This design comes from an exercise in tuning for small area on the open sky130 flow, not from production work.

==> inputs of yarrow <==
## dpll_loop_filter
module dpll_loop_filter (
    input  wire               clk,
    input  wire               rst,
    input  wire               start,
    input  wire               preset,
    input  wire signed [31:0] e_loop,
    input  wire               frozen,
    input  wire        [4:0]  bw_code,
    input  wire        [2:0]  damp,
    input  wire               type3,
    input  wire        [9:0]  lim_ppm,
    input  wire signed [47:0] preset_fcw,
    output reg                done,
    output wire signed [47:0] fcw,
    output reg                clamp
);
    reg  [81:0] i1;           
    reg  [95:0] i2;
    reg  [39:0] fcw_r;        
    reg         prev_valid;
    reg  [8:0]  prev_cfg;
    reg         p1, p2, p3, p4;
    assign fcw = {{8{fcw_r[39]}}, fcw_r};
    wire p0  = start;
    wire act = ~frozen;
    wire [4:0] code_n = (bw_code > 5'd20) ? 5'd20 : bw_code;
    wire [2:0] damp_a = (damp > 3'd5) ? 3'd4 : damp;
    wire [2:0] damp_n = (type3 && damp_a < 3'd3) ? 3'd3 : damp_a;
    wire [8:0] cfg    = {type3, damp_n, code_n};
    wire       chg    = prev_valid && (cfg != prev_cfg);
    wire [1:0] gsel = p0 ? 2'd0 : p1 ? 2'd1 : 2'd2;
    wire [8:0] tcfg = p2 ? prev_cfg : cfg;
    reg [2:0] tg;
    reg [1:0] tp;
    always @(*) begin
        case (tcfg[4:0])
            5'd0: begin tg = 3'd0; tp = 2'd0; end
            5'd1: begin tg = 3'd0; tp = 2'd1; end
            5'd2: begin tg = 3'd1; tp = 2'd0; end
            5'd3: begin tg = 3'd1; tp = 2'd1; end
            5'd4: begin tg = 3'd1; tp = 2'd2; end
            5'd5: begin tg = 3'd2; tp = 2'd0; end
            5'd6: begin tg = 3'd2; tp = 2'd1; end
            5'd7: begin tg = 3'd2; tp = 2'd2; end
            5'd8: begin tg = 3'd3; tp = 2'd0; end
            5'd9: begin tg = 3'd3; tp = 2'd1; end
  ...
clock: 40.0 ns
lec_check: 0
abc_area: 1
cap_margin: 20
core_margin: 2
core_utilization: 40
slew_margin: 20
synth_hierarchical: 1
synth_memory_max_bits: 131072
synth_minimum_keep_size: 0
standard.sh (not shown) runs the stock make flow with config.mk's settings and CLKGATE_MAP_FILE= SYNTH_SCRIPT=/design/flow/synth_recipe.tcl, a recipe that flattens the netlist after the stock synthesis.
==> flow/flow/run.sh <==
#!/bin/bash
# Own flow: the standard synthesis, then the combinational cells between the
# registers and the adder cells are mapped again with an area-oriented ABC script
# (registers, full/half adders and all names of registers are kept), then the standard flow's
# standard layout from floorplan to finish.  Each tool writes its own log here.
set -euo pipefail
W=$(pwd)
R=$W/orfs/results/${FLOW_PLATFORM}/dpll_loop_filter/base
LIB=$FLOW_HOME/platforms/${FLOW_PLATFORM}/lib/sky130_fd_sc_hd__tt_025C_1v80.lib
YOSYS=$FLOW_HOME/../tools/install/yosys/bin/yosys
[ -x "$YOSYS" ] || YOSYS=$(command -v yosys)

bash standard.sh synth > log_1_standard_synth.txt 2>&1
cp "$R/1_2_yosys.v" "$W/standard_netlist.v"

python3 "$W/flow/mkmap.py" "$LIB" "$W/cells_func.v" > log_2_mkmap.txt 2>&1
DU=$(sed -n '/DONT_USE_CELLS/,/^$/p' "$FLOW_HOME/platforms/${FLOW_PLATFORM}/config.mk" \
     | grep -o 'sky130_fd_sc_hd__[a-z0-9_]*' | sed 's/^/-dont_use /' | tr '\n' ' ')
cat > "$W/remap.ys" <<EOT
read_liberty -lib $LIB
read_verilog $W/standard_netlist.v
hierarchy -top ${FLOW_TOP}
techmap -map $W/cells_func.v
techmap
opt -fast
abc -liberty $LIB $DU -script $W/flow/remap.abc
opt_clean -purge
setundef -zero
splitnets
opt_clean -purge
hilomap -singleton -hicell sky130_fd_sc_hd__conb_1 HI -locell sky130_fd_sc_hd__conb_1 LO
insbuf -buf sky130_fd_sc_hd__buf_4 A X
opt_clean -purge
rename -enumerate -pattern remap_% w:\$* c:\$*
check -assert
tee -o $W/remap_stat.txt stat -liberty $LIB
write_verilog -noattr -nohex -nodec $R/1_2_yosys.v
EOT
"$YOSYS" -s "$W/remap.ys" > log_3_remap_yosys.txt 2>&1
rm -f "$R/1_synth.odb" "$R/1_synth.sdc"

bash standard.sh finish > log_4_standard_finish.txt 2>&1
==> flow/flow/mkmap.py <==
#!/usr/bin/env python3
"""Writes a yosys techmap file giving each single-output combinational cell of the
liberty file its logic function (fa, ha, tie and sequential cells are left alone)."""
import re, sys
lib = open(sys.argv[1]).read()
out = open(sys.argv[2], 'w')
SKIP = re.compile(r'__(fa|ha|conb|probe|lpflow|diode|tap|decap|fill|macro)')
for m in re.finditer(r'\n    cell \("(sky130_fd_sc_hd__\w+)"\) \{(.*?)\n    \}', lib, re.S):
    name, body = m.group(1), m.group(2)
    if SKIP.search(name) or re.search(r'\b(ff|latch|statetable)\s*\(', body):
        continue
    ins, outs = [], []
    for pn, pb in re.findall(r'\n        pin \("(\w+)"\) \{(.*?)\n        \}', body, re.S):
        d = re.search(r'direction : "(\w+)"', pb)
        if not d:
            continue
        if d.group(1) == 'input':
            ins.append(pn)
        elif d.group(1) == 'output':
            f = re.search(r'function : "([^"]+)"', pb)
            outs.append((pn, f.group(1) if f else None))
    if len(outs) != 1 or outs[0][1] is None or not ins:
        continue
    f = outs[0][1].replace('!', '~').replace('*', '&').replace('+', '|')
    f = re.sub(r'\)\s*\(', ') & (', f)
    f = re.sub(r'(\w)\s+(\w|\()', r'\1 & \2', f)
    f = re.sub(r'\)\s+(\w|\()', r') & \1', f)
    out.write('module %s (%s, output %s);\n  assign %s = %s;\nendmodule\n'
              % (name, ', '.join('input ' + i for i in ins), outs[0][0], outs[0][0], f))
==> flow/flow/remap.abc <==
strash
dch -f
map -a
topo
stime -c
buffer -c
upsize -c -D 25000
dnsize -c -D 25000
==> inputs of onyx, as changes to yarrow <==
==> flow/run.sh (new file) <==
#!/bin/bash
# synth_recipe.tcl (not shown) runs the flow's synth.tcl, then flattens the netlist and writes it again
# the make line also repeats each setting of config.mk as NAME=value (left out here)
make -C /OpenROAD-flow-scripts/flow DESIGN_CONFIG=/design/flow/config.mk WORK_HOME=/design/flow/orfs CLKGATE_MAP_FILE= SYNTH_SCRIPT=/design/flow/synth_recipe.tcl finish
removed: flow/flow/run.sh
removed: flow/flow/mkmap.py
removed: flow/flow/remap.abc
removed: flow/standard.sh
==> qor summary <==
quantity                                                             onyx                 yarrow
Outcome                                          timing/DRC/antenna clean  timing/DRC/antenna clean
Standard-cell row count                                               115                    113
Slew at the pin closest to its max-slew limit                     1.19 ns                1.08 ns
Endpoint of the worst-slack reg-to-reg timing path                 i1[76]                 i1[42]
Synth Instances                                                      5692                   5212
Latest clock arrival within the worst-skew pair                   0.61 ns                0.59 ns
Number of non-clock inverters in the layout                           667                    602
Worst Clk Skew                                                  0.0319 ns              0.0307 ns
Fmax                                                             26.1 MHz               25.6 MHz
Max stage delay cell, worst path                    sky130_fd_sc_hd__fa_1  sky130_fd_sc_hd__fa_2
Initial detailed-routing violation count                             4377                   4510
Non-clock buffer total of the final layout                            364                   1030
Antenna diodes                                                          1                      0
Met2 wire length                                                 77100 um               83800 um
Placed inst area                                             0.0431 sq mm           0.0469 sq mm
Clock buffer cells                                                     38                     33
Placed instance count                                                6941                   7164
Highest metal layer with signal wires                                met5                   met4
Layout cells sized above 1                                         0.0669                  0.208
# resized after CTS                                                     0                    116
No functional check of the RTL was part of any run of this note.

-- static timing again, ports no longer ideal --
No port has a modelled driver above. Below, the same layouts with a new extraction and two added sets of constraints.
Step 1 (the two cells are an assumption about what drives the block):
set clk [get_ports {clk}]
set_driving_cell -lib_cell sky130_fd_sc_hd__clkbuf_16 $clk
set_driving_cell -lib_cell sky130_fd_sc_hd__buf_2 [delete_from_list [all_inputs] $clk]
Step 2 adds t to the input delays and takes it off the output delays; t is the mean of the earliest and latest rising clock arrival at the registers after step 1. Input paths then give back, and output paths get back, about the clock's delay inside the block.
a / b / c = ideal ports / drivers / drivers and shift; a / b = the first two.
run | t, ns | slack for setup (ns) | hold WS [ns] | worst register clock-pin slew, ns | cell pins on the clock port's net
yarrow | 0.642 | 0.982 / 1.025 / 0.383 | 0.465 / 0.465 / 0.465 | 0.07 / 0.07 | 1
onyx | 0.653 | 1.659 / 1.699 / 1.046 | 0.464 / 0.464 / 0.464 | 0.07 / 0.07 | 1
After both steps every run listed still meets setup and hold. The setup slack of onyx, which loses most, moves by +0.040 ns with the drivers and by -0.613 ns with both steps.
